Optimization exercise on an open flow, not production practice. RTL: at most simulated, not proved equivalent. Function not checked: runs 3 and 4. The clock port is an ideal driver here. Power: default activity.

==> design.v <==
module map_xlate (
    input  wire        clk,
    input  wire        rst,             
    input  wire        cfg_we,
    input  wire [4:0]  cfg_addr,
    input  wire [63:0] cfg_wdata,
    input  wire        req_valid,
    input  wire [39:0] req_addr,
    input  wire        req_kt3,
    output reg         resp_valid,
    output reg  [4:0]  resp_column,
    output reg  [15:0] resp_row,
    output reg  [3:0]  resp_bank,
    output reg  [1:0]  resp_rank,
    output reg  [3:0]  resp_channel,
    output reg  [2:0]  resp_stack,
    output reg  [3:0]  resp_region,
    output reg         resp_unmapped
);
    localparam NREG  = 16;
    localparam NMASK = 13;
    localparam K     = 2;      
    integer n, j;
    reg        rg_mode  [0:NREG-1];
    reg [3:0]  rg_size  [0:NREG-1];    
    reg [9:0]  rg_nb    [0:NREG-1];    
    reg [9:0]  rg_rb    [0:NREG-1];
    reg        rg_lock  [0:NREG-1];
    reg [17:0] mk_mask  [0:NMASK-1];   
    reg        mk_lock  [0:NMASK-1];
    wire [3:0] w_size = cfg_wdata[7:4];
    wire [3:0] w_code = rst             ? 4'd15 :
                        !cfg_wdata[0]   ? 4'd15 :
                        (w_size > 4'd10) ? 4'd10 : w_size;
    wire       w_lock = !rst && cfg_wdata[63];
    reg [NREG-1:0]  en_r;
    reg [NMASK-1:0] en_m;
    always @* begin
        for (n = 0; n < NREG; n = n + 1)
            en_r[n] = cfg_we && cfg_addr == n && !rg_lock[n];
        for (n = 0; n < NMASK; n = n + 1)
            en_m[n] = cfg_we && cfg_addr == NREG + n && !mk_lock[n];
    end
    always @(posedge clk) begin
        for (n = 0; n < NREG; n = n + 1) begin
            if (rst || en_r[n]) begin
                rg_size[n]      <= w_code;
                rg_nb[n][1:0]   <= ~cfg_wdata[17:16];
                rg_lock[n]      <= w_lock;
            end
        end
        for (n = 0; n < NMASK; n = n + 1) begin
            if (rst || en_m[n])
                mk_lock[n] <= w_lock;
        end
    end
    reg                 c_rst;
    reg [NREG-1:0]      c_en_r;
    reg [NMASK-1:0]     c_en_m;
    reg [63:0]          c_d;           
    always @(posedge clk) begin
        c_rst  <= rst;
        c_en_r <= rst ? {NREG{1'b0}}  : en_r;
        c_en_m <= rst ? {NMASK{1'b0}} : en_m;
        c_d    <= cfg_wdata;
    end
    wire [3:0] c_size = c_d[7:4];
    wire [9:0] c_szm  = (10'd1 << c_size) - 10'd1;
    wire       c_wf   = (c_size <= 4'd10) && ((c_d[25:16] & c_szm) == 10'd0)
                                          && ((c_d[41:32] & c_szm) == 10'd0);
    always @(posedge clk) begin
        for (n = 0; n < NREG; n = n + 1) begin
            if (c_en_r[n]) begin
                rg_mode[n]      <= c_d[1];
                rg_nb[n][9:2]   <= ~c_d[25:18];
                rg_rb[n]        <= {c_d[41:33], c_d[32] | !c_wf};
            end
        end
        for (n = 0; n < NMASK; n = n + 1) begin
            if (c_rst || c_en_m[n])
                mk_mask[n] <= c_rst ? 18'd0 : c_d[38:21];
        end
    end
    reg [9:0] tm [0:NREG-1];
    always @* begin
        for (n = 0; n < NREG; n = n + 1)
            for (j = 0; j < 10; j = j + 1)
                tm[n][j] = (j < rg_size[n]);
    end
    wire [9:0] x0 = req_addr[38:29];
    reg [15:0] c0_d, z0_d;
    reg        c, z, dj;
    always @* begin
        for (n = 0; n < NREG; n = n + 1) begin
            c = 1'b1;
            z = 1'b1;
            for (j = 0; j < K; j = j + 1) begin
                dj = x0[j] ^ rg_nb[n][j] ^ c;
                c  = (x0[j] & rg_nb[n][j]) | ((x0[j] | rg_nb[n][j]) & c);
                z  = z & (!dj | tm[n][j]);
            end
            c0_d[n] = c;
            z0_d[n] = z;
        end
    end
    reg        q_v;
    reg [39:5] q_a;
    reg        q_k;
    reg [15:0] q_c, q_z;
    always @(posedge clk) begin
        q_v <= req_valid & ~rst;
        q_a <= req_addr[39:5];
        q_k <= req_kt3;
        q_c <= c0_d;
        q_z <= z0_d;
    end
    wire [9:0] x1 = q_a[38:29];
    reg [15:0] hit_d;
    reg        c1, z1, dj1;
    always @* begin
        for (n = 0; n < NREG; n = n + 1) begin
            c1 = q_c[n];
            z1 = q_z[n];
            for (j = K; j < 10; j = j + 1) begin
                dj1 = x1[j] ^ rg_nb[n][j] ^ c1;
                c1 = (x1[j] & rg_nb[n][j]) | ((x1[j] | rg_nb[n][j]) & c1);
                z1 = z1 & (!dj1 | tm[n][j]);
            end
            hit_d[n] = !q_a[39] && (rg_size[n] != 4'd15) && c1 && z1;
        end
    end
    reg        p_v;
    reg [38:5] p_a;
    reg        p_k;
    reg [15:0] hit;
    always @(posedge clk) begin
        p_v <= q_v & ~rst;
        p_a <= q_a[38:5];
        p_k <= q_k;
        hit <= hit_d;
    end
    reg        any, multi;
    reg        s_mode;
    reg [3:0]  s_size, s_reg;
    reg [9:0]  s_rb;
    always @* begin
        any = 1'b0; multi = 1'b0;
        s_mode = 1'b0; s_size = 4'd0; s_rb = 10'd0; s_reg = 4'd0;
        for (n = 0; n < NREG; n = n + 1) begin
            multi  = multi | (any & hit[n]);
            any    = any | hit[n];
            s_mode = s_mode | (hit[n] & rg_mode[n]);
            s_size = s_size | ({4{hit[n]}} & rg_size[n]);
            s_rb   = s_rb   | ({10{hit[n]}} & rg_rb[n]);
            s_reg  = s_reg  | ({4{hit[n]}} & n[3:0]);
        end
    end
    wire s_wf   = (s_size == 4'd0) || !s_rb[0];
    wire mapped = any && !multi && s_wf;      
    reg [9:0] t;
    always @* for (j = 0; j < 10; j = j + 1) t[j] = (j < s_size);
    wire [17:0] a_m = p_a[38:21] & {18{~p_k}};
    reg  [12:0] selbits;
    always @* begin
        for (n = 0; n < NMASK; n = n + 1)
            selbits[n] = p_a[8 + n] ^ (p_k & p_a[23 + n]) ^ (^(a_m & mk_mask[n]));
    end
    wire [22:0] a_sh = p_a[38:16] >> s_size;
    wire [12:0] ord  = a_sh[12:0];
    wire [15:0] ra  = s_mode ? p_a[25:10] : p_a[38:23];
    wire [15:0] row = {(ra[15:6] & t) | s_rb, ra[5:0]};
    always @(posedge clk) begin
        resp_valid    <= p_v & ~rst;
        resp_unmapped <= !mapped;
        resp_region   <= mapped ? s_reg : 4'd0;
        resp_row      <= mapped ? row : 16'd0;
        resp_column   <= mapped ? (s_mode ? p_a[9:5] : {p_a[22:21], p_a[7:5]}) : 5'd0;
        resp_channel  <= mapped ? (s_mode ? ord[9:6]   : selbits[3:0])  : 4'd0;
        resp_stack    <= mapped ? (s_mode ? ord[12:10] : selbits[6:4])  : 3'd0;
        resp_bank     <= mapped ? (s_mode ? ord[3:0]   : selbits[10:7]) : 4'd0;
        resp_rank     <= mapped ? (s_mode ? ord[5:4]   : selbits[12:11]): 2'd0;
    end
endmodule
==> flow/run.sh <==
#!/bin/bash
# Layout flow: the standard flow (standard.sh: the standard synthesis and
# ORFS steps) with two changes:
# - the buffers that ORFS puts on every input and output port are
#   sky130_fd_sc_hd__buf_4 instead of the slow delay cell (clkdlybuf4s50_1)
#   that buffer_ports picks by default; every port still gets its own buffer;
# - clock tree synthesis runs with ORFS's default arguments plus
#   -dont_use_dummy_load (no dead clock loads) and sinks clustered
#   by up to 20 within 80 um.
# The full output of the run goes to flow_standard.log here; each ORFS step
# keeps its own log under orfs/logs.
set -euo pipefail
bash standard.sh \
  "BUFFER_PORTS_ARGS=-buffer_cell sky130_fd_sc_hd__buf_4" \
  "CTS_ARGS=-sink_clustering_enable -repair_clock_nets -dont_use_dummy_load -sink_clustering_size 20 -sink_clustering_max_diameter 80" \
  finish > flow_standard.log 2>&1
==> standard.sh <==
#!/bin/bash
# synth_recipe.tcl (not shown) runs the flow's synth.tcl, then flattens the netlist and writes it again
# the make line also repeats each setting of config.mk as NAME=value (left out here)
make -C /OpenROAD-flow-scripts/flow DESIGN_CONFIG=/design/flow/config.mk WORK_HOME=/design/flow/orfs CLKGATE_MAP_FILE= SYNTH_SCRIPT=/design/flow/synth_recipe.tcl "${@:-finish}"
==> config.mk <==
export PLATFORM = sky130hd
export DESIGN_NAME = map_xlate
export DESIGN_NICKNAME = map_xlate
export VERILOG_FILES = /design/flow/design.v
export SDC_FILE = /design/flow/constraint.sdc
export NUM_CORES = 4
export LEC_CHECK = 0
export CAP_MARGIN = 20
export CORE_MARGIN = 2
export CORE_UTILIZATION = 55
export SLEW_MARGIN = 55
==> constraint.sdc <==
create_clock -name core_clock -period 16.0 [get_ports {clk}]
set_input_delay 3.2000 -clock core_clock [delete_from_list [all_inputs] [get_ports {clk}]]
set_output_delay 3.2000 -clock core_clock [all_outputs]
set_load 0.01 [all_outputs]
==> flow_summary.yaml, run 1 <==
sta:
  setup_slack_ns: 11.71
  clock_skew_ns: 0.0595
  setup_viol: 0
  hold_ws_ns: 0.330
  final.min_clock_period_ns: 4.29
  rsz0062_at_grt: "false"
  slew_headroom_pct: 53.2
  drv_slew: 0
  tightest_slew_ns: 0.702
  tns_ns: 0
  fmax_mhz: 233
  fin_crit_sh_pct: 26.8
  hold_viol: 0
floorplan:
  initial_utilization_pct: 55.5
  fp.dieW_um: 264
  die_h_um: 264
  fp-row-count: 95
  core-area_mm2: 0.0672
  ios: 154
  die-area_mm2: 0.0698
global_route:
  grt_use_met2_pct: 50.3
  grt_max_degree: 40
  met1_usage_pct: 37.7
  use_met3_pct: 3.58
  antenna_found_initial: 1
  grt_usage_pct: 28.8
  grt_pass1_wl_um: 144000
  busiest_layer: "met2"
  grt-ovfl-total: 0
  grt_pass1_vias: 21269
worst_setup_path:
  reg2reg_to: "hit[11]"
  path_cells: "buf_4"
  rrSetupSlack_ns: 11.96
  required_ns: 12.80
  path_buf_inv: 1
  path_class: "reg -> out"
  crit_arrival_ns: 1.09
  end_kind: "output port"
  slowest_stage: "dfxtp_1"
  max_stage_delay_ns: 0.37
  critPathLaunchType: "register"
  rr_startpoint: "q_a[31]"
  worst-path-max-fanout: 1
  r2r.worst_path.cells: 14
  critPathTopFamily: "flip-flops"
final_layout:
  fin_nets: 3098
  final_util_pct: 60.8
  diodes: 0
  nFillCells: 5180
  area_growth_pct: 9.50
  drive_above_1_share_pct: 12.3
detailed_routing:
  wire_per_inst_um: 27.1
  drc_errors: 0
  dr_total_vias: 21755
  drt_iter0_drc: 2277
  viasPerCell: 5.89
  totalWireLength_um: 99900
  drt_first_pass_iters: 5
  ant_nets: 0
clock_tree:
  cts_tree: "built"
  cts_resized: 0
  cts_sinks: 885
  h-tree-depth: 2
  post_cts_buffers: 0
  cts_root_buf: "clkbuf_16"
  insertion_delay_ns: 0.63
  cts_buffer_depth: 3
  cts_hold_buf: 0
  clk_pin_slew_ns: 0.08
  cts_buffers: 50
synthesis:
  synth_edf_count: 663
  ys_seq_elements: 885
  ys_seq_area_share_pct: 65.4
  synth_ff_type: "edfxtp_1"
  synth_warnings: 9
  netlist_area_mm2: 0.0373
  synthDistinctLibCells: 59
  synth_cells: 2688
  avgSynthCellArea_um2: 13.9
  ys_async_sr_fraction_pct: 0
  syn_nets: 2963
place:
  port_buffers: 117
  hpwl_um: 61900
  pre_cts_slack_ns: 11.09
  place_congestion: 0.862
power_and_ir_drop:
  seq_power_share_pct: 57.1
  power_switching_mw: 1.19
  p_leak_nw: 15.2
  p_per_area_mw_per_mm2: 113
  pwr-share-clk_pct: 27.1
  power_mw: 4.62
  internal_power_mw: 3.43
  p_sw_share_pct: 25.8
  peakVddDrop_mv: 0.0768
  combPwrFrac_pct: 15.8
run:
  cap_violations: 0
outcome:
  status: "timing/DRC/antenna clean"
hold_path:
  timing.hold.worst.start: "q_k"
  min_path_type: "reg -> reg"
  hold_depth: 0
  worstHoldEndpoint: "p_k"
-- logic make-up (layout without fill, tap and decap cells) --
family,after synthesis,count (layout),synth area share (%)
buffers and inverters,324,457,3.45
muxes,75,75,2.05
DFF,885,885,65.4
adders and majority gates,162,162,8.33
AOI/OAI and AO/OA,383,383,7.36
xor gates and xnor gates,239,239,5.69
and+or+nand+nor,620,620,7.76
-- registers in the layout, summed over array words and instances (netlist names), 31 cells and up --
| signal | flops |
|---|---|
| mk_mask | 234 |
| p_a | 34 |
| rg_nb | 160 |
| q_a | 35 |
| c_d | 31 |
| rg_size | 64 |
| rg_rb | 160 |
-- Yosys cell counts, drive strengths merged (2+ instances only) --
cell type / instances / share of area (%)
nand2b: 11 / 0.18
o2111a: 15 / 0.45
or2: 14 / 0.24
nand2: 290 / 2.9
ha: 17 / 0.57
edfxtp: 663 / 53
a2111oi: 4 / 0.11
o21bai: 3 / 0.060
nand4: 24 / 0.40
o21ai: 68 / 0.91
inv: 216 / 2.2
or4: 3 / 0.070
o22ai: 11 / 0.18
nor4: 4 / 0.11
a21oi: 61 / 0.82
mux2i: 65 / 1.7
buf: 42 / 0.61
o31ai: 16 / 0.32
xnor2: 177 / 4.2
mux2: 10 / 0.30
nor2b: 42 / 0.71
a21o: 47 / 0.95
nor2: 103 / 1.2
xor2: 60 / 1.4
a311oi: 2 / 0.047
dfxtp: 222 / 12
xnor3: 2 / 0.12
nand3: 25 / 0.34
a22oi: 50 / 1.0
fa: 144 / 7.7
clkbuf: 66 / 0.66
or3: 3 / 0.050
a22o: 36 / 0.85
o221ai: 4 / 0.094
nor3b: 17 / 0.34
a31o: 15 / 0.35
and2: 2 / 0.034
nor3: 79 / 1.1
a211oi: 10 / 0.20
a221oi: 36 / 0.88
a31oi: 3 / 0.050
-- worst max-delay path by stage --
stage / startpoint / endpoint / slack, ns / cells after the start
after global placement: cfg_addr[0] / c_en_r[5] / 10.77 / 4
after detailed placement: cfg_addr[4] / rg_size[12][2] / 11.09 / 5
final: resp_row[11] / resp_row[11] / 11.71 / 1
after global routing: q_a[31] / hit[11] / 11.65 / 14
after floorplan: req_addr[30] / q_z[0] / 11.40 / 4
after CTS: resp_row[11] / resp_row[11] / 11.68 / 1
-- power groups by stage --
stage | clock (mW) | combinational, mW | sequential [mW]
floorplan | 0 | 0.450 | 2.68
global placement | 0 | 0.706 | 2.69
detailed placement | 0 | 0.735 | 2.69
CTS | 1.28 | 0.737 | 2.64
global route | 1.35 | 0.790 | 2.65
finish | 1.25 | 0.730 | 2.64
-- area by class of cell --
cell class / count / area (µm²) / area share [%]
Clock buffer: 50 / 1250 / 3.07
Inverter: 216 / 821 / 2.01
Multi-Input combinational cell: 1479 / 11800 / 28.9
Sequential cell: 885 / 24400 / 59.7
Tap cell: 873 / 1090 / 2.68
Timing Repair Buffer: 191 / 1470 / 3.60
-- per-layer routing --
metal  up-vias  wire [µm]  share of wire [%]
met1     11129      39800                 40
li1       9665          -                  -
met2       806      50600                 51
met5         -         14              0.014
met3       153       6370                6.4
met4         2       3180                3.2
-- cells in the final DEF (no fill, tap or decap), drive strengths merged, types with 10 or more instances in the layout --
cell type	count
buf	191
nand4	24
nand3	25
o2111a	15
clkbuf	50
or2	14
mux2	10
nand2b	11
a221oi	36
o21ai	68
edfxtp	663
nand2	290
mux2i	65
o22ai	11
a31o	15
nor2b	42
nor2	103
nor3	79
a211oi	10
fa	144
inv	215
nor3b	17
a21oi	61
a22oi	50
o31ai	16
xnor2	177
xor2	60
a21o	47
a22o	36
dfxtp	222
ha	17
-- through the flow --
stage / std cells / instance area, µm²
6_report: 3694 / 40800
5_1_grt: 3694 / 40800
4_1_cts: 3693 / 40800
3_5_place_dp: 3643 / 39500
3_3_place_gp: 3634 / 39300
2_1_floorplan: 2688 / 37300
==> inputs of run 2 (changes only) <==
--- a/config.mk
+++ b/config.mk
@@ -7,5 +7,5 @@
 export LEC_CHECK = 0
 export CAP_MARGIN = 20
 export CORE_MARGIN = 2
-export CORE_UTILIZATION = 55
+export CORE_UTILIZATION = 68
 export SLEW_MARGIN = 55
==> flow_summary.yaml, run 2 <==
global_route:
  grt_pass1_vias: 22086
  grt-ovfl-total: 0
  grt_max_degree: 40
  grt_pass1_wl_um: 141000
  grt_usage_pct: 34.9
  antenna_found_initial: 4
worst_setup_path:
  cp_num_cells: 1
  rr_startpoint: "q_a[31]"
  r2r.worst_path.cells: 17
  worst-path-max-fanout: 1
  path_class: "reg -> out"
  critical_path.endpoint: "resp_region[2]"
  crit_arrival_ns: 1.28
  end_kind: "output port"
  path_cells: "buf_4"
  rrSetupSlack_ns: 11.78
  critPathTopFamily: "flip-flops"
  max_stage_delay_ns: 0.48
  slowest_stage: "dfxtp_1"
  crit_path_start: "resp_region[2]"
  required_ns: 12.80
  reg2reg_to: "hit[3]"
  critPathLaunchType: "register"
  path_buf_inv: 1
power_and_ir_drop:
  peakVddDrop_mv: 0.121
  p_leak_nw: 15.1
  p_per_area_mw_per_mm2: 114
  power_mw: 4.61
detailed_routing:
  wire_per_inst_um: 27.5
  drt_first_pass_iters: 5
  totalWireLength_um: 96900
  viasPerCell: 6.38
  ant_nets: 0
  dr_total_vias: 22437
  drt_iter0_drc: 3086
  drc_errors: 0
floorplan:
  initial_utilization_pct: 69.0
  die-area_mm2: 0.0567
  die_h_um: 238
  ios: 154
  fp.dieW_um: 238
  fp-row-count: 85
  core-area_mm2: 0.0540
synthesis:
  synth_top_cells_by_count: "663 x edfxtp_1, 289 x nand2_1, 222 x dfxtp_1"
  yosysTopAreaCell: "edfxtp_1"
  ys_async_sr_fraction_pct: 0
  synth_ff_type: "edfxtp_1"
  ys_seq_area_share_pct: 65.4
  synthDistinctLibCells: 59
  ys_seq_elements: 885
  syn_nets: 2963
  synth_cells: 2688
  avgSynthCellArea_um2: 13.9
  synth_warnings: 9
  yosysMostFrequentCell: "edfxtp_1"
  yosys.area.top_type_share_pct: 53.4
  netlist_area_mm2: 0.0373
  synth.top_cells.by_area: "edfxtp_1 53%, dfxtp_1 12%, fa_1 7.7%"
  synth_edf_count: 663
sta:
  final.min_clock_period_ns: 4.48
  hold_viol: 0
  fin_crit_sh_pct: 28.0
  fmax_mhz: 223
  drv_slew: 0
  setup_viol: 0
  slew_headroom_pct: 55.7
  tns_ns: 0
  tightest_slew_ns: 0.663
  clock_skew_ns: 0.0823
  rsz0062_at_grt: "false"
  hold_ws_ns: 0.326
final_layout:
  fin_nets: 3098
  area_growth_pct: 8.74
  mostFrequentLayoutCell: "edfxtp_1"
  drive_above_1_share_pct: 12.3
  fin_area_mm2: 0.0405
  largest_register: "mk_mask"
  largestRegisters: "mk_mask x234, rg_nb x160, rg_rb x160"
  largest_reg_flops: 234
  diodes: 0
  final_util_pct: 75.0
  mostFrequentLayoutCells: "663 x edfxtp_1, 287 x nand2_1, 206 x inv_1"
clock_tree:
  cts_sinks: 885
  insertion_delay_ns: 0.65
  cts_resized: 0
  cts_tree: "built"
  cts_root_buf: "clkbuf_16"
  h-tree-depth: 2
  cts_buffer_depth: 3
  clk_pin_slew_ns: 0.08
  cts_hold_buf: 0
  cts_buffers: 50
  post_cts_buffers: 0
place:
  place_congestion: 0.876
  port_buffers: 117
  dpl-instance-area_mm2: 0.0393
  hpwl_um: 62100
hold_path:
  min_path_type: "reg -> reg"
  hold_depth: 0
outcome:
  status: "timing/DRC/antenna clean"
run:
  cap_violations: 0
-- run 2: cell counts after synthesis --
Identical to the previous run, type by type.
-- run 2: cells by family after synthesis --
kind of cell,Yosys count,share of synthesized area (%)
XOR/XNOR,239,5.69
AND/OR/NAND/NOR,620,7.76
buffers and inverters,324,3.45
adder cells (fa/ha/maj),162,8.33
AO/OA/AOI/OAI,383,7.36
multiplexers,75,2.05
flip-flops,885,65.4
-- run 2: worst min path at each step --
| stage | start | end |
|---|---|---|
| CTS | q_k | p_k |
| detailed placement | q_a[25] | p_a[25] |
| finish | q_a[25] | p_a[25] |
| global placement | q_a[28] | p_a[28] |
| global route | q_k | p_k |
| floorplan | q_a[10] | p_a[10] |
-- run 2: area by class of cell --
| class | count | area [µm²] |
|---|---|---|
| sequential | 885 | 24400 |
| timing repair buffer | 191 | 1450 |
| multi-input combinational | 1479 | 11800 |
| inverter | 216 | 816 |
| clock buffer | 50 | 1250 |
| tap | 696 | 871 |
| fill | 3436 | 13500 |
-- run 2: routing by layer --
layer,part of all wire (%),track usage (%)
met5,0.021,0
met2,45,52.7
met4,4.2,13.6
met3,11,6.63
met1,40,51.2
-- run 2: per-stage QoR --
| stage | setup WS, ns | cells |
|---|---|---|
| finish | 11.52 | 3517 |
| global route | 11.53 | 3517 |
| CTS | 11.54 | 3516 |
| detailed placement | 11.10 | 3466 |
| global placement | 11.02 | 3460 |
| floorplan | 11.40 | 2688 |
-- run 2: where the power goes --
| part | internal [mW] | switching, mW |
|---|---|---|
| Combinational | 0.296 | 0.435 |
| Sequential | 2.58 | 0.0671 |
| Clock | 0.554 | 0.680 |
| Total | 3.42 | 1.18 |
==> inputs of run 3 (changes only) <==
--- a/design.v
+++ b/design.v
@@ -54,30 +54,39 @@
                 mk_lock[n] <= w_lock;
         end
     end
-    reg                 c_rst;
-    reg [NREG-1:0]      c_en_r;
-    reg [NMASK-1:0]     c_en_m;
-    reg [63:0]          c_d;           
+    reg        c_rst, c_acc;
+    reg [4:0]  c_addr;
     always @(posedge clk) begin
         c_rst  <= rst;
-        c_en_r <= rst ? {NREG{1'b0}}  : en_r;
-        c_en_m <= rst ? {NMASK{1'b0}} : en_m;
-        c_d    <= cfg_wdata;
+        c_acc  <= !rst && (|{en_r, en_m});       
+        c_addr <= cfg_addr;
     end
+    reg        q_v;
+    reg [39:5] q_a;
+    reg        q_k;
+    wire [63:0] c_d;
+    assign c_d[63:42] = 22'd0;
+    assign c_d[41:40] = q_a[15:14];
+    assign c_d[39:16] = q_a[39:16];
+    assign c_d[15:8]  = 8'd0;
+    assign c_d[7:4]   = q_a[12:9];
+    assign c_d[3:2]   = 2'd0;
+    assign c_d[1]     = q_a[13];
+    assign c_d[0]     = 1'b0;
     wire [3:0] c_size = c_d[7:4];
     wire [9:0] c_szm  = (10'd1 << c_size) - 10'd1;
     wire       c_wf   = (c_size <= 4'd10) && ((c_d[25:16] & c_szm) == 10'd0)
                                           && ((c_d[41:32] & c_szm) == 10'd0);
     always @(posedge clk) begin
         for (n = 0; n < NREG; n = n + 1) begin
-            if (c_en_r[n]) begin
+            if (c_acc && c_addr == n) begin
                 rg_mode[n]      <= c_d[1];
                 rg_nb[n][9:2]   <= ~c_d[25:18];
                 rg_rb[n]        <= {c_d[41:33], c_d[32] | !c_wf};
             end
         end
         for (n = 0; n < NMASK; n = n + 1) begin
-            if (c_rst || c_en_m[n])
+            if (c_rst || (c_acc && c_addr == NREG + n))
                 mk_mask[n] <= c_rst ? 18'd0 : c_d[38:21];
         end
     end
@@ -103,13 +112,11 @@
             z0_d[n] = z;
         end
     end
-    reg        q_v;
-    reg [39:5] q_a;
-    reg        q_k;
     reg [15:0] q_c, q_z;
     always @(posedge clk) begin
         q_v <= req_valid & ~rst;
-        q_a <= req_addr[39:5];
+        q_a <= cfg_we ? {cfg_wdata[39:16], cfg_wdata[41:40], cfg_wdata[1], cfg_wdata[7:4], req_addr[8:5]}
+                      : req_addr[39:5];
         q_k <= req_kt3;
         q_c <= c0_d;
         q_z <= z0_d;
--- a/config.mk
+++ b/config.mk
@@ -7,5 +7,5 @@
 export LEC_CHECK = 0
 export CAP_MARGIN = 20
 export CORE_MARGIN = 2
-export CORE_UTILIZATION = 68
+export CORE_UTILIZATION = 55
 export SLEW_MARGIN = 55
==> flow_summary.yaml, run 3 <==
outcome:
  status: "timing/DRC/antenna clean"
power_and_ir_drop:
  pwr-share-clk_pct: 25.4
  p_per_area_mw_per_mm2: 118
  combPwrFrac_pct: 21.2
  peakVddDrop_mv: 0.0893
  seq_power_share_pct: 53.4
  p_leak_nw: 14.9
  power_switching_mw: 1.33
  p_sw_share_pct: 27.9
  internal_power_mw: 3.44
floorplan:
  die-area_mm2: 0.0684
  die_h_um: 262
  ios: 154
  fp-row-count: 94
  initial_utilization_pct: 55.5
  fp.dieW_um: 262
  core-area_mm2: 0.0657
final_layout:
  largest_register: "mk_mask"
  fin_nets: 3099
  largestRegisters: "mk_mask x234, rg_nb x160, rg_rb x160"
  final_util_pct: 61.5
  area_growth_pct: 10.8
  drive_above_1_share_pct: 13.6
  mostFrequentLayoutCells: "663 x edfxtp_1, 306 x nand2_1, 214 x inv_1"
  mostFrequentLayoutCell: "edfxtp_1"
  largest_reg_flops: 234
sta:
  fin_crit_sh_pct: 30.6
  hold_viol: 0
  drv_slew: 0
  tightest_slew_ns: 0.697
  clock_skew_ns: 0.0374
  tns_ns: 0
  rsz0062_at_grt: "false"
  final.min_clock_period_ns: 4.90
  slew_headroom_pct: 53.5
  fmax_mhz: 204
  setup_viol: 0
clock_tree:
  cts_hold_buf: 0
  cts_root_buf: "clkbuf_16"
  h-tree-depth: 2
  cts_tree: "built"
  post_cts_buffers: 0
  cts_resized: 0
  cts_buffers: 49
  clk_pin_slew_ns: 0.08
  cts_buffer_depth: 3
  cts_sinks: 831
  insertion_delay_ns: 0.62
detailed_routing:
  drt_iter0_drc: 2457
  ant_nets: 0
  totalWireLength_um: 101000
  viasPerCell: 5.97
  drt_first_pass_iters: 6
  wire_per_inst_um: 27.5
  drc_errors: 0
  dr_total_vias: 22028
synthesis:
  synth_ff_type: "edfxtp_1"
  netlist_area_mm2: 0.0365
  yosysTopAreaCell: "edfxtp_1"
  synthDistinctLibCells: 62
  yosys.area.top_type_share_pct: 54.6
  synth_edf_count: 663
  ys_seq_area_share_pct: 63.8
  synth_warnings: 9
  synth_cells: 2666
  avgSynthCellArea_um2: 13.7
  synth.top_cells.by_area: "edfxtp_1 55%, dfxtp_1 9.2%, fa_1 7.9%"
  yosysMostFrequentCell: "edfxtp_1"
  synth_top_cells_by_count: "663 x edfxtp_1, 309 x nand2_1, 222 x inv_1"
  ys_seq_elements: 831
  ys_async_sr_fraction_pct: 0
  syn_nets: 2941
worst_setup_path:
  end_kind: "register"
  critPathLaunchType: "primary input"
  rrSetupSlack_ns: 11.56
  required_ns: 16.23
  rr_startpoint: "q_a[32]"
  crit_path_start: "cfg_we"
  crit_arrival_ns: 5.13
  worst-path-max-fanout: 40
  path_class: "in -> reg"
run:
  cap_violations: 0
place:
  hpwl_um: 63600
  place_congestion: 0.885
  port_buffers: 117
hold_path:
  min_path_type: "reg -> reg"
  timing.hold.worst.start: "q_a[5]"
global_route:
  grt_usage_pct: 30.0
  grt-ovfl-total: 0
  grt_pass1_wl_um: 145000
  antenna_found_initial: 3
  grt_pass1_vias: 21329
  grt_max_degree: 41
==> run 3: cell types whose count changed in the layout (fill, tap and decap cells not counted), moves of 13 or more <==
cell      before  now
buf_4        186  200
dfxtp_1      205  161
a22oi_1       48   31
a221oi_1      34   47
a21o_1        47    8
nor3_1        79   32
mux2_2        10   41
nor2b_1       33   13
nand2_1      287  306
o2111a_1      15    2
mux2i_1       65   91
==> run 3: logic make-up (layout without fill, tap and decap cells) <==
group                      after synthesis  after routing  synth area share, %
DFF                                    831            831                 63.8
muxes                                  132            132                 3.76
xor gates and xnor gates               227            227                 5.72
adders and majority gates              161            161                 8.49
buffers and inverters                  334            490                 3.53
other                                    0              1                    0
and+or+nand+nor                        592            592                 7.26
AOI/OAI and AO/OA                      389            389                 7.43
==> run 3: power groups by stage <==
stage / Clock (mW) / Sequential, mW / Combinational (mW)
4_1_cts: 1.23 / 2.55 / 1.02
6_report: 1.21 / 2.55 / 1.01
2_1_floorplan: 0 / 2.60 / 0.634
5_1_grt: 1.29 / 2.56 / 1.09
3_3_place_gp: 0 / 2.59 / 0.991
3_5_place_dp: 0 / 2.60 / 1.01
==> run 3: worst paths after layout <==
path / cells past startpoint / end
max reg2reg: 17 / hit[14]
max: 4 / rg_size[13][1]
min reg2reg: 0 / p_a[5]
min: 0 / p_a[5]
==> run 3: worst max-delay path, cell delays in order <==
cell and delay, ns:
buf_6 0.38, nor2b_1 0.46, nand3_1 0.39, o31ai_4 0.67
==> run 3: routing by layer <==
metal	share of wire, %	GRT usage [%]	vias to the layer above
met5	0	0	-
met4	2.7	8.32	0
met3	7.5	4.27	150
met2	46	47.2	979
met1	44	44.0	11199
li1	-	-	9700
==> run 3: layout make-up <==
class	instances	area, µm²
diodes	1	2.50
clock buffers	49	1230
fillers	5085	25300
inverters	223	838
multi-input cells	1501	12300
flip-flops and latches	831	23300
well taps	864	1080
repair buffers	218	1720
==> run 3: stage by stage <==
stage / cells / setup WS (ns) / hold slack, ns / power, mW / area, µm²
after floorplan: 2666 / 11.03 / 0.310 / 3.23 / 36500
after global placement: 3621 / 10.12 / 0.316 / 3.59 / 38800
after detailed placement: 3635 / 10.46 / 0.314 / 3.61 / 39200
after CTS: 3684 / 11.10 / 0.346 / 4.79 / 40400
after global routing: 3686 / 10.97 / 0.351 / 4.95 / 40400
final: 3687 / 11.10 / 0.338 / 4.77 / 40400
==> inputs of run 4 (changes only) <==
--- a/design.v
+++ b/design.v
@@ -35,11 +35,15 @@
     wire       w_lock = !rst && cfg_wdata[63];
     reg [NREG-1:0]  en_r;
     reg [NMASK-1:0] en_m;
+    reg [3:0] dec_hi;
+    reg [7:0] dec_lo;
     always @* begin
+        for (n = 0; n < 4; n = n + 1) dec_hi[n] = cfg_we && cfg_addr[4:3] == n;
+        for (n = 0; n < 8; n = n + 1) dec_lo[n] = cfg_addr[2:0] == n;
         for (n = 0; n < NREG; n = n + 1)
-            en_r[n] = cfg_we && cfg_addr == n && !rg_lock[n];
+            en_r[n] = dec_hi[n / 8] && dec_lo[n % 8] && !rg_lock[n];
         for (n = 0; n < NMASK; n = n + 1)
-            en_m[n] = cfg_we && cfg_addr == NREG + n && !mk_lock[n];
+            en_m[n] = dec_hi[(NREG + n) / 8] && dec_lo[(NREG + n) % 8] && !mk_lock[n];
     end
     always @(posedge clk) begin
         for (n = 0; n < NREG; n = n + 1) begin
@@ -54,12 +58,13 @@
                 mk_lock[n] <= w_lock;
         end
     end
-    reg        c_rst, c_acc;
-    reg [4:0]  c_addr;
+    reg                 c_rst;
+    reg [NREG-1:0]      c_en_r;
+    reg [NMASK-1:0]     c_en_m;
     always @(posedge clk) begin
         c_rst  <= rst;
-        c_acc  <= !rst && (|{en_r, en_m});       
-        c_addr <= cfg_addr;
+        c_en_r <= rst ? {NREG{1'b0}}  : en_r;
+        c_en_m <= rst ? {NMASK{1'b0}} : en_m;
     end
     reg        q_v;
     reg [39:5] q_a;
@@ -79,14 +84,14 @@
                                           && ((c_d[41:32] & c_szm) == 10'd0);
     always @(posedge clk) begin
         for (n = 0; n < NREG; n = n + 1) begin
-            if (c_acc && c_addr == n) begin
+            if (c_en_r[n]) begin
                 rg_mode[n]      <= c_d[1];
                 rg_nb[n][9:2]   <= ~c_d[25:18];
                 rg_rb[n]        <= {c_d[41:33], c_d[32] | !c_wf};
             end
         end
         for (n = 0; n < NMASK; n = n + 1) begin
-            if (c_rst || (c_acc && c_addr == NREG + n))
+            if (c_rst || c_en_m[n])
                 mk_mask[n] <= c_rst ? 18'd0 : c_d[38:21];
         end
     end
==> flow/run.sh (replaced) <==
#!/bin/bash
# Layout flow: the standard flow (standard.sh: the standard synthesis and
# ORFS steps) with these changes:
# - the buffers that ORFS puts on every input and output port are
#   sky130_fd_sc_hd__buf_4 instead of the slow delay cell (clkdlybuf4s50_1)
#   that buffer_ports picks by default; every port still gets its own buffer;
# - clock tree synthesis runs with ORFS's default arguments plus
#   -dont_use_dummy_load (no dead clock loads) and sinks clustered
#   by up to 20 within 80 um;
# - after clock tree synthesis, flow/post_cts.tcl gives the registers that
#   drive the output ports drive strength 2 (same cell type) and legalizes.
# The full output of the run goes to flow_standard.log here; each ORFS step
# keeps its own log under orfs/logs.
set -euo pipefail
here=$(pwd)
bash standard.sh \
  "BUFFER_PORTS_ARGS=-buffer_cell sky130_fd_sc_hd__buf_4" \
  "CTS_ARGS=-sink_clustering_enable -repair_clock_nets -dont_use_dummy_load -sink_clustering_size 20 -sink_clustering_max_diameter 80" \
  "POST_CTS_TCL=$here/flow/post_cts.tcl" \
  finish > flow_standard.log 2>&1
==> flow/post_cts.tcl (new file) <==
# POST_CTS hook: give the registers that drive the output ports a stronger
# drive (sky130_fd_sc_hd__dfxtp_1 -> dfxtp_2, same cell type), then
# legalize the placement again. Nothing else changes.
set block [ord::get_db_block]
set count 0
foreach bterm [$block getBTerms] {
  if {[$bterm getIoType] ne "OUTPUT"} { continue }
  set net [$bterm getNet]
  if {$net eq "NULL"} { continue }
  foreach it [$net getITerms] {
    if {![$it isOutputSignal]} { continue }
    set buf [$it getInst]
    foreach bit [$buf getITerms] {
      if {![$bit isInputSignal]} { continue }
      set inet [$bit getNet]
      if {$inet eq "NULL"} { continue }
      foreach dit [$inet getITerms] {
        if {![$dit isOutputSignal]} { continue }
        set ff [$dit getInst]
        if {[[$ff getMaster] getName] eq "sky130_fd_sc_hd__dfxtp_1"} {
          replace_cell [$ff getName] sky130_fd_sc_hd__dfxtp_2
          incr count
        }
      }
    }
  }
}
puts "post_cts: upsized $count output registers"
detailed_placement
check_placement -verbose
==> flow_summary.yaml, run 4 <==
sta:
  hold_viol: 0
  tightest_slew_ns: 0.697
  final.min_clock_period_ns: 4.41
  rsz0062_at_grt: "false"
  slew_headroom_pct: 53.5
  fmax_mhz: 227
  tns_ns: 0
  drv_slew: 0
  clock_skew_ns: 0.0416
  setup_slack_ns: 11.59
  hold_ws_ns: 0.329
  setup_viol: 0
  fin_crit_sh_pct: 27.6
final_layout:
  fin_cells: 3663
  final_util_pct: 60.6
  fin_nets: 3067
  fin_area_mm2: 0.0405
  mostFrequentLayoutCells: "663 x edfxtp_1, 280 x nand2_1, 209 x inv_1"
  nFillCells: 5239
  drive_above_1_share_pct: 15.0
  mostFrequentLayoutCell: "edfxtp_1"
  area_growth_pct: 9.42
  largest_register: "mk_mask"
  diodes: 0
  seqCellArea_mm2: 0.0238
  largestRegisters: "mk_mask x234, rg_nb x160, rg_rb x160"
  multi_input_area_mm2: 0.0121
  largest_reg_flops: 234
detailed_routing:
  drc_errors: 0
  drt_first_pass_iters: 5
  drt_iter0_drc: 2348
  dr_total_vias: 21699
  viasPerCell: 5.92
  totalWireLength_um: 99200
  wire_per_inst_um: 27.1
  ant_nets: 0
worst_setup_path:
  required_ns: 16.28
  rr_startpoint: "q_a[31]"
  r2r.worst_path.cells: 16
  path_class: "in -> reg"
  rrSetupSlack_ns: 11.87
  end_kind: "register"
  crit_path_start: "cfg_we"
  worst-path-max-fanout: 37
  critPathLaunchType: "primary input"
  crit_arrival_ns: 4.69
  reg2reg_to: "hit[9]"
power_and_ir_drop:
  peakVddDrop_mv: 0.0951
  power_switching_mw: 1.32
  p_per_area_mw_per_mm2: 117
  internal_power_mw: 3.45
  power_mw: 4.76
  combPwrFrac_pct: 19.9
  pwr-share-clk_pct: 25.8
  p_leak_nw: 15.1
  seq_power_share_pct: 54.3
  p_sw_share_pct: 27.6
hold_path:
  timing.hold.worst.start: "q_a[5]"
  hold_depth: 0
  worstHoldEndpoint: "p_a[5]"
  min_path_type: "reg -> reg"
outcome:
  status: "timing/DRC/antenna clean"
synthesis:
  ys_seq_elements: 854
  ys_seq_area_share_pct: 64.1
  synth_edf_count: 663
  synth_top_cells_by_count: "663 x edfxtp_1, 282 x nand2_1, 216 x inv_1"
  yosysMostFrequentCell: "edfxtp_1"
  synth.top_cells.by_area: "edfxtp_1 54%, dfxtp_1 10%, fa_1 7.8%"
  synth_ff_type: "edfxtp_1"
  syn_nets: 2930
  synthDistinctLibCells: 64
  yosys.area.top_type_share_pct: 53.7
  yosysTopAreaCell: "edfxtp_1"
  netlist_area_mm2: 0.0370
  ys_async_sr_fraction_pct: 0
  avgSynthCellArea_um2: 14.0
  synth_warnings: 9
  synth_cells: 2655
global_route:
  antenna_found_initial: 2
  grt_max_degree: 44
  grt_usage_pct: 28.8
  grt_pass1_vias: 21528
  grt_pass1_wl_um: 144000
  grt-ovfl-total: 0
place:
  place_congestion: 0.836
  port_buffers: 117
  dp_cells: 3613
  pre_cts_slack_ns: 10.84
  hpwl_um: 62600
  dpl-instance-area_mm2: 0.0392
clock_tree:
  cts_sinks: 854
  clk_pin_slew_ns: 0.08
  cts_tree: "built"
  insertion_delay_ns: 0.62
floorplan:
  die-area_mm2: 0.0694
  core-area_mm2: 0.0669
  initial_utilization_pct: 55.4
  fp-row-count: 95
  ios: 154
  fp.dieW_um: 264
  die_h_um: 264
run:
  cap_violations: 0
==> run 4: power by group through the flow <==
stage | clock, mW | combinational (mW) | sequential, mW
2_1_floorplan | 0 | 0.595 | 2.63
3_3_place_gp | 0 | 0.918 | 2.63
3_5_place_dp | 0 | 0.944 | 2.63
5_1_grt | 1.32 | 1.03 | 2.60
6_report | 1.23 | 0.948 | 2.59
==> run 4: metal layers <==
metal	track usage (%)	up-vias	wire length, µm	part of all wire, %
met4	6.73	0	2000	2.0
met3	5.41	133	7990	8.1
met2	45.3	832	45800	46
met1	42.1	11148	43400	44
met5	0	-	0	0
li1	-	9586	-	-
==> run 4: layout make-up <==
type	instances	area share (%)
tap	873	2.69
clock buffer	49	3.02
timing repair buffer	196	3.74
multi-input combinational	1475	29.8
sequential	854	58.7
inverter	216	2.00
==> run 4: worst max-delay path, stage by stage <==
cell,delay [ns]
buf_4,0.48
nand2_1,0.17
nor2_2,0.40
a21o_1,0.41
==> run 4: worst max path at each step <==
stage                endpoint  depth (start not counted)
2_1_floorplan      rg_lock[0]                          3
3_3_place_gp     rg_nb[14][0]                          4
3_5_place_dp   rg_size[10][1]                          3
5_1_grt        rg_size[14][2]                          4
6_report       rg_size[14][2]                          4
==> run 4: kinds of logic after synthesis <==
kind of cell | Yosys count | synth area share, %
flip-flops | 854 | 64.1
AND/OR/NAND/NOR | 590 | 7.45
AO/OA/AOI/OAI | 367 | 7.21
buffers and inverters | 326 | 3.71
XOR/XNOR | 229 | 5.64
adder cells (fa/ha/maj) | 162 | 8.38
multiplexers | 127 | 3.55
==> inputs of run 5 (changes only) <==
--- a/design.v
+++ b/design.v
@@ -61,23 +61,13 @@
     reg                 c_rst;
     reg [NREG-1:0]      c_en_r;
     reg [NMASK-1:0]     c_en_m;
+    reg [63:0]          c_d;           
     always @(posedge clk) begin
         c_rst  <= rst;
         c_en_r <= rst ? {NREG{1'b0}}  : en_r;
         c_en_m <= rst ? {NMASK{1'b0}} : en_m;
+        c_d    <= cfg_wdata;
     end
-    reg        q_v;
-    reg [39:5] q_a;
-    reg        q_k;
-    wire [63:0] c_d;
-    assign c_d[63:42] = 22'd0;
-    assign c_d[41:40] = q_a[15:14];
-    assign c_d[39:16] = q_a[39:16];
-    assign c_d[15:8]  = 8'd0;
-    assign c_d[7:4]   = q_a[12:9];
-    assign c_d[3:2]   = 2'd0;
-    assign c_d[1]     = q_a[13];
-    assign c_d[0]     = 1'b0;
     wire [3:0] c_size = c_d[7:4];
     wire [9:0] c_szm  = (10'd1 << c_size) - 10'd1;
     wire       c_wf   = (c_size <= 4'd10) && ((c_d[25:16] & c_szm) == 10'd0)
@@ -117,11 +107,13 @@
             z0_d[n] = z;
         end
     end
+    reg        q_v;
+    reg [39:5] q_a;
+    reg        q_k;
     reg [15:0] q_c, q_z;
     always @(posedge clk) begin
         q_v <= req_valid & ~rst;
-        q_a <= cfg_we ? {cfg_wdata[39:16], cfg_wdata[41:40], cfg_wdata[1], cfg_wdata[7:4], req_addr[8:5]}
-                      : req_addr[39:5];
+        q_a <= req_addr[39:5];
         q_k <= req_kt3;
         q_c <= c0_d;
         q_z <= z0_d;
--- a/config.mk
+++ b/config.mk
@@ -8,4 +8,4 @@
 export CAP_MARGIN = 20
 export CORE_MARGIN = 2
 export CORE_UTILIZATION = 55
-export SLEW_MARGIN = 55
+export SLEW_MARGIN = 20
==> flow_summary.yaml, run 5 <==
synthesis:
  netlist_area_mm2: 0.0372
  synth_cells: 2669
  yosysMostFrequentCell: "edfxtp_1"
  synth.top_cells.by_area: "edfxtp_1 54%, dfxtp_1 12%, fa_1 7.8%"
  synth_warnings: 9
  avgSynthCellArea_um2: 13.9
  ys_async_sr_fraction_pct: 0
  synth_ff_type: "edfxtp_1"
  yosys.area.top_type_share_pct: 53.5
  ys_seq_elements: 885
  syn_nets: 2944
  synthDistinctLibCells: 58
  ys_seq_area_share_pct: 65.5
  synth_top_cells_by_count: "663 x edfxtp_1, 284 x nand2_1, 222 x dfxtp_1"
  yosysTopAreaCell: "edfxtp_1"
  synth_edf_count: 663
detailed_routing:
  top_layer: "met4"
  wl_met2_um: 44600
  ant_nets: 0
  drt_iter0_drc: 2702
  wl_met1_um: 44300
  totalWireLength_um: 100000
  wire_per_inst_um: 27.2
  viasPerCell: 5.99
  dr_total_vias: 22041
  drt_first_pass_iters: 5
  drc_errors: 0
  route.met3.wl_um: 8970
final_layout:
  mostFrequentLayoutCells: "663 x edfxtp_1, 284 x nand2_1, 209 x inv_1"
  mostFrequentLayoutCell: "edfxtp_1"
  largest_reg_flops: 234
  diodes: 0
  final_util_pct: 60.7
  drive_above_1_share_pct: 12.5
  fin_nets: 3081
  largestRegisters: "mk_mask x234, rg_nb x160, rg_rb x160"
  largest_register: "mk_mask"
  area_growth_pct: 9.49
power_and_ir_drop:
  p_leak_nw: 15.2
  p_per_area_mw_per_mm2: 113
  peakVddDrop_mv: 0.0990
worst_setup_path:
  r2r.worst_path.cells: 16
  path_class: "reg -> reg"
  end_kind: "register"
  required_ns: 16.51
  worst-path-max-fanout: 16
  critPathLaunchType: "register"
  crit_arrival_ns: 4.87
hold_path:
  hold_depth: 0
  min_path_type: "reg -> reg"
clock_tree:
  cts_sinks: 885
  insertion_delay_ns: 0.63
  clk_pin_slew_ns: 0.08
  cts_tree: "built"
floorplan:
  die_h_um: 264
  fp.dieW_um: 264
  core-area_mm2: 0.0670
  initial_utilization_pct: 55.5
  die-area_mm2: 0.0697
  fp-row-count: 95
  ios: 154
sta:
  drv_slew: 0
  final.min_clock_period_ns: 4.36
  hold_viol: 0
  fin_crit_sh_pct: 27.3
  clock_skew_ns: 0.0391
  setup_viol: 0
  setup_slack_ns: 11.64
  fmax_mhz: 229
  tns_ns: 0
  rsz0062_at_grt: "false"
  slew_headroom_pct: 23.3
  tightest_slew_ns: 1.15
  hold_ws_ns: 0.330
global_route:
  grt_pass1_vias: 21468
  grt_pass1_wl_um: 145000
  grt_max_degree: 45
  antenna_found_initial: 1
  grt-ovfl-total: 0
  grt_usage_pct: 29.0
place:
  hpwl_um: 61300
  port_buffers: 117
  place_congestion: 0.868
  pre_cts_slack_ns: 10.86
run:
  cap_violations: 0
outcome:
  status: "timing/DRC/antenna clean"
==> run 5: cell types whose count changed after synthesis, sizes merged, moves of 11 or more <==
cell    delta
mux2      -26
buf       -47
xnor2     -16
clkbuf    +44
xor2      +11
dfxtp     +31
==> run 5: final timing paths <==
| check | from | end | slack, ns |
|---|---|---|---|
| worst min register to register | q_a[6] | p_a[6] | 0.33 |
| worst min-delay path | q_a[6] | p_a[6] | 0.33 |
| worst max register to register | q_a[31] | hit[4] | 11.64 |
| worst max-delay path | q_a[31] | hit[4] | 11.64 |
==> run 5: per-layer routing <==
layer | GRT usage [%] | up-vias
met5 | 0 | -
met4 | 7.00 | 0
met3 | 4.54 | 137
met2 | 43.4 | 956
met1 | 44.9 | 11320
li1 | - | 9628
==> run 5: final cells by class <==
class	instances	area, µm²
Fill cell	5263	26300
Multi-Input combinational cell	1463	11700
Sequential cell	885	24400
Tap cell	873	1090
Inverter	214	803
Clock buffer	51	1280
Timing Repair Buffer	191	1480
==> run 5: kinds of logic after synthesis <==
kind of cell	after synthesis	share of synthesized area, %
xor gates and xnor gates	228	5.70
and+or+nand+nor	604	7.36
AOI/OAI and AO/OA	373	7.17
buffers and inverters	321	3.30
adders and majority gates	162	8.35
DFF	885	65.5
muxes	96	2.61
==> run 5: power by group <==
group | leakage, nW | switching [mW] | internal, mW | total, mW
Clock | 0.628 | 0.702 | 0.565 | 1.27
Combinational | 6.38 | 0.419 | 0.288 | 0.708
Sequential | 8.23 | 0.0586 | 2.58 | 2.64
Total | 15.2 | 1.18 | 3.43 | 4.61
==> run 5: per-stage QoR <==
step | instance area, µm² | std cells | total power [mW]
floorplan | 37200 | 2669 | 3.12
global placement | 39300 | 3623 | 3.37
detailed placement | 39300 | 3623 | 3.38
global route | 40700 | 3677 | 4.78
finish | 40700 | 3677 | 4.61
==> run 5: worst max-delay path, cell delays in order (launching register included) <==
cell,delay (ns)
dfxtp_1,0.33
inv_2,0.66
fa_1,0.33
fa_1,0.17
inv_1,0.05
fa_1,0.38
fa_1,0.38
inv_1,0.08
fa_1,0.18
fa_1,0.19
inv_1,0.06
fa_1,0.38
fa_1,0.51
nor2b_1,0.06
o31ai_1,0.21
o21ai_0,0.14
o2111a_1,0.13
==> inputs of run 6 (changes only) <==
--- a/config.mk
+++ b/config.mk
@@ -8,4 +8,4 @@
 export CAP_MARGIN = 20
 export CORE_MARGIN = 2
 export CORE_UTILIZATION = 55
-export SLEW_MARGIN = 20
+export SLEW_MARGIN = 55
==> flow_summary.yaml, run 6 <==
global_route:
  grt_usage_pct: 28.9
  grt_pass1_vias: 21314
  grt_max_degree: 45
  grt_pass1_wl_um: 144000
  antenna_found_initial: 1
  grt-ovfl-total: 0
synthesis:
  yosysMostFrequentCell: "edfxtp_1"
  synth_cells: 2669
  synth_warnings: 9
  synthDistinctLibCells: 58
  ys_seq_area_share_pct: 65.5
  ys_seq_elements: 885
  netlist_area_mm2: 0.0372
  yosysTopAreaCell: "edfxtp_1"
  synth_edf_count: 663
  syn_nets: 2944
  yosys.area.top_type_share_pct: 53.5
  synth_top_cells_by_count: "663 x edfxtp_1, 284 x nand2_1, 222 x dfxtp_1"
  synth.top_cells.by_area: "edfxtp_1 54%, dfxtp_1 12%, fa_1 7.8%"
  ys_async_sr_fraction_pct: 0
  avgSynthCellArea_um2: 13.9
  synth_ff_type: "edfxtp_1"
floorplan:
  core-area_mm2: 0.0670
  die_h_um: 264
  initial_utilization_pct: 55.5
  ios: 154
  die-area_mm2: 0.0697
  fp-row-count: 95
  fp.dieW_um: 264
worst_setup_path:
  path_buf_inv: 1
  path_class: "reg -> out"
  worst-path-max-fanout: 1
  required_ns: 12.80
  end_kind: "output port"
  rrSetupSlack_ns: 11.93
  slowest_stage: "dfxtp_2"
  crit_arrival_ns: 1.08
  r2r.worst_path.cells: 16
  cp_num_cells: 1
  critPathTopFamily: "flip-flops"
  critPathLaunchType: "register"
  max_stage_delay_ns: 0.33
  path_cells: "buf_4"
power_and_ir_drop:
  power_mw: 4.62
  p_leak_nw: 15.3
  power_switching_mw: 1.19
  p_per_area_mw_per_mm2: 113
  p_sw_share_pct: 25.7
  seq_power_share_pct: 57.1
  pwr-share-clk_pct: 27.5
  peakVddDrop_mv: 0.0735
  combPwrFrac_pct: 15.4
  internal_power_mw: 3.43
sta:
  slew_headroom_pct: 52.8
  fin_crit_sh_pct: 26.7
  fmax_mhz: 234
  final.min_clock_period_ns: 4.28
  rsz0062_at_grt: "false"
  clock_skew_ns: 0.0357
  tns_ns: 0
  drv_slew: 0
  tightest_slew_ns: 0.689
  hold_viol: 0
  setup_slack_ns: 11.72
  setup_viol: 0
detailed_routing:
  totalWireLength_um: 100000
  dr_total_vias: 22058
  drt_first_pass_iters: 5
  drt_iter0_drc: 2581
  viasPerCell: 6.00
  drc_errors: 0
  ant_nets: 0
  wire_per_inst_um: 27.2
final_layout:
  seqCellArea_mm2: 0.0244
  fin_nets: 3080
  largest_reg_flops: 234
  largestRegisters: "mk_mask x234, rg_nb x160, rg_rb x160"
  mostFrequentLayoutCell: "edfxtp_1"
  area_growth_pct: 9.74
  largest_register: "mk_mask"
  multi_input_area_mm2: 0.0118
  mostFrequentLayoutCells: "663 x edfxtp_1, 282 x nand2_1, 204 x inv_1"
  drive_above_1_share_pct: 13.2
  nFillCells: 5200
place:
  pre_cts_slack_ns: 11.21
  place_congestion: 0.868
  hpwl_um: 61400
  port_buffers: 117
hold_path:
  hold_depth: 0
  min_path_type: "reg -> reg"
clock_tree:
  cts_tree: "built"
  insertion_delay_ns: 0.63
  cts_sinks: 885
  clk_pin_slew_ns: 0.08
outcome:
  status: "timing/DRC/antenna clean"
run:
  cap_violations: 0
[run 6: logic make-up after synthesis]
kind of cell / after synthesis / share of synthesized area (%)
adder cells (fa/ha/maj): 162 / 8.35
buffers and inverters: 321 / 3.30
multiplexers: 96 / 2.61
flip-flops: 885 / 65.5
AND/OR/NAND/NOR: 604 / 7.36
XOR/XNOR: 228 / 5.70
AO/OA/AOI/OAI: 373 / 7.17
[run 6: power by group through the flow]
stage                     sequential (mW)  clock [mW]  combinational, mW
final                                2.64        1.27              0.712
after global placement               2.68           0              0.690
after global routing                 2.65        1.37              0.770
after floorplan                      2.68           0              0.440
after detailed placement             2.68           0              0.706
[run 6: cell type report]
type / count / share of cell area, %
clock buffers: 51 / 3.13
flip-flops and latches: 885 / 59.9
repair buffers: 190 / 3.51
inverters: 214 / 1.99
diodes: 2 / 0.0123
well taps: 873 / 2.68
multi-input cells: 1463 / 28.8
[run 6: per-stage QoR]
step	std cells	util (%)	hold WS [ns]	cell area [µm²]
floorplan	2669	-	0.310	37200
global placement	3623	58.6	0.310	39300
detailed placement	3624	58.8	0.313	39400
global route	3676	60.9	0.335	40800
finish	3678	60.9	0.330	40800
[run 6: metal layers]
| metal | routed length (µm) | vias up | global-route usage [%] |
|---|---|---|---|
| met5 | 0 | - | 0 |
| met4 | 2500 | 0 | 7.02 |
| met3 | 8670 | 147 | 4.22 |
| met2 | 44000 | 958 | 43.1 |
| met1 | 44900 | 11319 | 44.9 |
| li1 | - | 9634 | - |
[run 6: final timing paths]
| kind | start | end |
|---|---|---|
| min | q_k | p_k |
| max | resp_row[12] | resp_row[12] |
| min reg2reg | q_k | p_k |
| max reg2reg | q_a[31] | hit[4] |
==> inputs of run 7 (changes only) <==
--- a/flow/run.sh
+++ b/flow/run.sh
@@ -6,7 +6,7 @@
 #   that buffer_ports picks by default; every port still gets its own buffer;
 # - clock tree synthesis runs with ORFS's default arguments plus
 #   -dont_use_dummy_load (no dead clock loads) and sinks clustered
-#   by up to 20 within 80 um;
+#   by up to 26 within 90 um;
 # - after clock tree synthesis, flow/post_cts.tcl gives the registers that
 #   drive the output ports drive strength 2 (same cell type) and legalizes.
 # The full output of the run goes to flow_standard.log here; each ORFS step
@@ -15,6 +15,6 @@
 here=$(pwd)
 bash standard.sh \
   "BUFFER_PORTS_ARGS=-buffer_cell sky130_fd_sc_hd__buf_4" \
-  "CTS_ARGS=-sink_clustering_enable -repair_clock_nets -dont_use_dummy_load -sink_clustering_size 20 -sink_clustering_max_diameter 80" \
+  "CTS_ARGS=-sink_clustering_enable -repair_clock_nets -dont_use_dummy_load -sink_clustering_size 26 -sink_clustering_max_diameter 90" \
   "POST_CTS_TCL=$here/flow/post_cts.tcl" \
   finish > flow_standard.log 2>&1
==> flow_summary.yaml, run 7 <==
outcome:
  status: "timing/DRC/antenna clean"
clock_tree:
  cts_tree: "built"
  clk_pin_slew_ns: 0.10
  cts_sinks: 885
  insertion_delay_ns: 0.61
run:
  cap_violations: 0
worst_setup_path:
  worst-path-max-fanout: 1
  end_kind: "output port"
  reg2reg_to: "hit[4]"
  crit_arrival_ns: 1.06
  rr_startpoint: "q_a[31]"
  max_stage_delay_ns: 0.33
  r2r.worst_path.cells: 16
  slowest_stage: "dfxtp_2"
  required_ns: 12.80
  path_class: "reg -> out"
  path_cells: "buf_4"
  critPathTopFamily: "flip-flops"
  critPathLaunchType: "register"
  path_buf_inv: 1
  rrSetupSlack_ns: 11.94
synthesis:
  ys_async_sr_fraction_pct: 0
  ys_seq_area_share_pct: 65.5
  syn_nets: 2944
  yosysMostFrequentCell: "edfxtp_1"
  yosys.area.top_type_share_pct: 53.5
  synth_warnings: 9
  netlist_area_mm2: 0.0372
  avgSynthCellArea_um2: 13.9
  yosysTopAreaCell: "edfxtp_1"
  synth_edf_count: 663
  synth_top_cells_by_count: "663 x edfxtp_1, 284 x nand2_1, 222 x dfxtp_1"
  synth_ff_type: "edfxtp_1"
  synthDistinctLibCells: 58
  ys_seq_elements: 885
  synth_cells: 2669
  synth.top_cells.by_area: "edfxtp_1 54%, dfxtp_1 12%, fa_1 7.8%"
power_and_ir_drop:
  power_switching_mw: 1.16
  seq_power_share_pct: 58.9
  combPwrFrac_pct: 15.9
  peakVddDrop_mv: 0.0753
  pwr-share-clk_pct: 25.2
  p_leak_nw: 15.1
  internal_power_mw: 3.32
  p_sw_share_pct: 25.8
  p_per_area_mw_per_mm2: 110
floorplan:
  fp-row-count: 95
  initial_utilization_pct: 55.5
  core-area_mm2: 0.0670
  ios: 154
  die-area_mm2: 0.0697
  fp.dieW_um: 264
  die_h_um: 264
detailed_routing:
  drt_first_pass_iters: 5
  drt_iter0_drc: 2558
  drc_errors: 0
  totalWireLength_um: 99700
  wire_per_inst_um: 27.2
  ant_nets: 0
  dr_total_vias: 22037
  viasPerCell: 6.01
sta:
  fin_crit_sh_pct: 26.6
  clock_skew_ns: 0.0350
  tightest_slew_ns: 0.676
  tns_ns: 0
  setup_viol: 0
  slew_headroom_pct: 54.9
  drv_slew: 0
  hold_viol: 0
  fmax_mhz: 235
  rsz0062_at_grt: "false"
  final.min_clock_period_ns: 4.26
final_layout:
  area_growth_pct: 8.99
  largestRegisters: "mk_mask x234, rg_nb x160, rg_rb x160"
  largest_register: "mk_mask"
  fin_area_mm2: 0.0405
  nFillCells: 5237
  drive_above_1_share_pct: 12.9
  fin_nets: 3069
  largest_reg_flops: 234
  mostFrequentLayoutCells: "663 x edfxtp_1, 282 x nand2_1, 204 x inv_1"
  mostFrequentLayoutCell: "edfxtp_1"
place:
  port_buffers: 117
  hpwl_um: 61400
  place_congestion: 0.868
  dpl-instance-area_mm2: 0.0394
hold_path:
  min_path_type: "reg -> reg"
  hold_depth: 0
  timing.hold.worst.start: "q_a[17]"
  worstHoldEndpoint: "p_a[17]"
global_route:
  grt-ovfl-total: 0
  antenna_found_initial: 3
  grt_max_degree: 45
  grt_usage_pct: 28.7
  grt_pass1_wl_um: 144000
  grt_pass1_vias: 21260
[run 7: cell count changes in the layout (fill, tap and decap cells not counted), sizes merged]
cell    delta
diode      -1
clkbuf    -11
[run 7: how the worst max path moves through the flow]
stage                 start            to  slack, ns  depth (start not counted)
2_1_floorplan   cfg_addr[1]    rg_lock[2]      11.35                          5
3_3_place_gp   req_addr[29]        q_z[2]      10.84                          6
3_5_place_dp    cfg_addr[0]   rg_nb[0][0]      11.21                          4
5_1_grt             q_a[31]        hit[4]      11.65                         16
6_report       resp_row[12]  resp_row[12]      11.74                          1
[run 7: cell type report]
cell class	instances	area, µm²	area share, %
Sequential cell	885	24400	60.3
Multi-Input combinational cell	1463	11800	29.0
Timing Repair Buffer	190	1430	3.54
Tap cell	873	1090	2.70
Clock buffer	40	1000	2.47
Inverter	214	813	2.01
Antenna cell	1	2.50	0.00617
[run 7: cells by family after synthesis]
group | share of synthesized area, %
AO/OA/AOI/OAI | 7.17
flip-flops | 65.5
XOR/XNOR | 5.70
adder cells (fa/ha/maj) | 8.35
multiplexers | 2.61
buffers and inverters | 3.30
AND/OR/NAND/NOR | 7.36
[run 7: metal layers]
| layer | global-route usage, % | wire length [µm] | vias to the layer above |
|---|---|---|---|
| met1 | 44.9 | 44300 | 11243 |
| li1 | - | - | 9604 |
| met3 | 3.74 | 9040 | 124 |
| met5 | 0 | 0 | - |
| met2 | 43.2 | 44200 | 1066 |
| met4 | 6.42 | 2190 | 0 |
[run 7: power by group through the flow]
stage,logic [mW],registers (mW),clock network (mW)
2_1_floorplan,0.440,2.68,0
3_3_place_gp,0.690,2.68,0
3_5_place_dp,0.706,2.68,0
5_1_grt,0.770,2.65,1.22
6_report,0.711,2.64,1.13
[run 7: worst register-to-register path, cell delays in order, from the launching register on]
cell	delay [ns]
dfxtp_1	0.35
inv_4	0.40
fa_1	0.30
fa_1	0.17
inv_1	0.05
fa_1	0.39
fa_1	0.39
inv_1	0.08
fa_1	0.18
fa_1	0.19
inv_1	0.06
fa_1	0.38
fa_1	0.51
nor2b_1	0.05
o31ai_1	0.20
o21ai_0	0.14
o2111a_1	0.13
[run 7: per-stage QoR]
stage | utilization, % | hold slack [ns] | power [mW] | cells | setup slack (ns)
finish | 60.5 | 0.325 | 4.47 | 3666 | 11.74
global route | 60.4 | 0.337 | 4.63 | 3665 | 11.65
detailed placement | 58.8 | 0.313 | 3.39 | 3624 | 11.21
global placement | 58.6 | 0.310 | 3.37 | 3623 | 10.84
floorplan | - | 0.310 | 3.12 | 2669 | 11.35
==> inputs of run 8 (changes only) <==
--- a/design.v
+++ b/design.v
@@ -61,13 +61,23 @@
     reg                 c_rst;
     reg [NREG-1:0]      c_en_r;
     reg [NMASK-1:0]     c_en_m;
-    reg [63:0]          c_d;           
     always @(posedge clk) begin
         c_rst  <= rst;
         c_en_r <= rst ? {NREG{1'b0}}  : en_r;
         c_en_m <= rst ? {NMASK{1'b0}} : en_m;
-        c_d    <= cfg_wdata;
     end
+    reg        q_v;
+    reg [39:5] q_a;
+    reg        q_k;
+    wire [63:0] c_d;
+    assign c_d[63:42] = 22'd0;
+    assign c_d[41:40] = q_a[15:14];
+    assign c_d[39:16] = q_a[39:16];
+    assign c_d[15:8]  = 8'd0;
+    assign c_d[7:4]   = q_a[12:9];
+    assign c_d[3:2]   = 2'd0;
+    assign c_d[1]     = q_a[13];
+    assign c_d[0]     = 1'b0;
     wire [3:0] c_size = c_d[7:4];
     wire [9:0] c_szm  = (10'd1 << c_size) - 10'd1;
     wire       c_wf   = (c_size <= 4'd10) && ((c_d[25:16] & c_szm) == 10'd0)
@@ -107,13 +117,11 @@
             z0_d[n] = z;
         end
     end
-    reg        q_v;
-    reg [39:5] q_a;
-    reg        q_k;
     reg [15:0] q_c, q_z;
     always @(posedge clk) begin
         q_v <= req_valid & ~rst;
-        q_a <= req_addr[39:5];
+        q_a <= req_valid ? req_addr[39:5]
+                         : {cfg_wdata[39:16], cfg_wdata[41:40], cfg_wdata[1], cfg_wdata[7:4], req_addr[8:5]};
         q_k <= req_kt3;
         q_c <= c0_d;
         q_z <= z0_d;
==> flow_summary.yaml, run 8 <==
sta:
  clock_skew_ns: 0.0435
  setup_slack_ns: 11.73
  hold_viol: 0
  final.min_clock_period_ns: 4.27
  tns_ns: 0
  slew_headroom_pct: 54.8
  drv_slew: 0
  fin_crit_sh_pct: 26.7
  rsz0062_at_grt: "false"
  tightest_slew_ns: 0.678
  setup_viol: 0
  fmax_mhz: 234
floorplan:
  initial_utilization_pct: 55.8
  die-area_mm2: 0.0691
  ios: 154
  fp-row-count: 94
  fp.dieW_um: 263
  core-area_mm2: 0.0661
  die_h_um: 263
synthesis:
  synthDistinctLibCells: 69
  yosysMostFrequentCell: "edfxtp_1"
  ys_seq_area_share_pct: 64.3
  synth_warnings: 9
  synth_top_cells_by_count: "663 x edfxtp_1, 300 x nand2_1, 213 x inv_1"
  synth_edf_count: 663
  avgSynthCellArea_um2: 13.8
  syn_nets: 2957
  synth.top_cells.by_area: "edfxtp_1 54%, dfxtp_1 10%, fa_1 7.8%"
  ys_async_sr_fraction_pct: 0
  netlist_area_mm2: 0.0369
  yosysTopAreaCell: "edfxtp_1"
  ys_seq_elements: 854
  synth_cells: 2682
  synth_ff_type: "edfxtp_1"
  yosys.area.top_type_share_pct: 54.0
final_layout:
  largest_register: "mk_mask"
  largest_reg_flops: 234
  largestRegisters: "mk_mask x234, rg_nb x160, rg_rb x160"
  fin_cells: 3666
  area_growth_pct: 8.98
  fin_nets: 3078
  drive_above_1_share_pct: 14.3
  mostFrequentLayoutCells: "663 x edfxtp_1, 298 x nand2_1, 208 x inv_1"
  nFillCells: 5183
  fin_area_mm2: 0.0402
  mostFrequentLayoutCell: "edfxtp_1"
clock_tree:
  insertion_delay_ns: 0.60
  cts_tree: "built"
  cts_sinks: 854
  clk_pin_slew_ns: 0.10
power_and_ir_drop:
  p_leak_nw: 14.9
  power_mw: 4.61
  peakVddDrop_mv: 0.0679
  p_per_area_mw_per_mm2: 115
worst_setup_path:
  required_ns: 12.80
  critPathTopFamily: "flip-flops"
  slowest_stage: "dfxtp_2"
  crit_path_start: "resp_row[12]"
  worst-path-max-fanout: 1
  path_buf_inv: 1
  max_stage_delay_ns: 0.33
  critPathLaunchType: "register"
  crit_arrival_ns: 1.07
  path_class: "reg -> out"
  end_kind: "output port"
  path_cells: "buf_4"
  rr_startpoint: "q_a[31]"
global_route:
  busiest_layer: "met2"
  grt_max_degree: 40
  grt_use_met2_pct: 47.0
  grt-ovfl-total: 0
  grt_usage_pct: 29.7
  use_met3_pct: 4.97
  antenna_found_initial: 5
  grt_pass1_vias: 22129
  grt_pass1_wl_um: 148000
  met1_usage_pct: 43.3
place:
  port_buffers: 117
  dpl-instance-area_mm2: 0.0391
  place_congestion: 0.862
  dp_cells: 3623
  hpwl_um: 63300
  pre_cts_slack_ns: 11.21
detailed_routing:
  ant_nets: 0
  totalWireLength_um: 102000
  drt_iter0_drc: 2350
  viasPerCell: 6.02
  drc_errors: 0
  wire_per_inst_um: 27.8
  dr_total_vias: 22051
  drt_first_pass_iters: 6
outcome:
  status: "timing/DRC/antenna clean"
hold_path:
  timing.hold.worst.start: "q_a[5]"
  min_path_type: "reg -> reg"
run:
  cap_violations: 0
-- run 8: cell types whose count changed after synthesis, moves of 11 or more --
cell | before | now
o21ai_0 | 64 | 77
nor2_1 | 111 | 99
dfxtp_1 | 222 | 191
a21oi_1 | 58 | 43
mux2i_1 | 88 | 70
xnor2_1 | 158 | 169
mux2_2 | 8 | 36
nand2_1 | 284 | 300
a22oi_1 | 50 | 68
-- run 8: routing by layer --
metal / up-vias / wire (µm)
met4: 2 / 2560
li1: 9654 / -
met1: 11332 / 44100
met2: 917 / 47100
met3: 146 / 8160
met5: - / 9
-- run 8: final timing paths --
| check | end | slack, ns | depth (start not counted) |
|---|---|---|---|
| setup reg to reg | hit[7] | 11.79 | 17 |
| hold / removal | p_a[5] | 0.32 | 0 |
| setup / recovery | resp_row[12] | 11.73 | 1 |
| hold reg to reg | p_a[5] | 0.32 | 0 |
-- run 8: stage by stage --
stage	util [%]	hold slack (ns)
final	60.8	0.316
after global routing	60.8	0.320
after detailed placement	59.2	0.312
after global placement	59.0	0.313
after floorplan	-	0.310
-- run 8: cell type report --
type | count | area (µm²) | share of cell area [%]
Sequential cell | 854 | 23800 | 59.2
Multi-Input combinational cell | 1499 | 12000 | 29.9
Timing Repair Buffer | 194 | 1480 | 3.67
Tap cell | 864 | 1080 | 2.69
Clock buffer | 40 | 1000 | 2.49
Inverter | 214 | 803 | 2.00
Antenna cell | 1 | 2.50 | 0.00623
-- run 8: power breakdown --
group / internal, mW / total [mW] / leakage, nW / switching [mW]
clock network: 0.450 / 1.11 / 0.493 / 0.659
registers: 2.52 / 2.59 / 7.97 / 0.0717
logic: 0.360 / 0.907 / 6.44 / 0.547
total: 3.33 / 4.61 / 14.9 / 1.28
-- run 8: logic make-up after synthesis --
| logic type | count (synthesis) | share of synthesized area [%] |
|---|---|---|
| flip-flops | 854 | 64.3 |
| AND/OR/NAND/NOR | 617 | 7.65 |
| AO/OA/AOI/OAI | 377 | 7.35 |
| buffers and inverters | 329 | 3.46 |
| XOR/XNOR | 237 | 5.78 |
| adder cells (fa/ha/maj) | 162 | 8.42 |
| multiplexers | 106 | 3.00 |
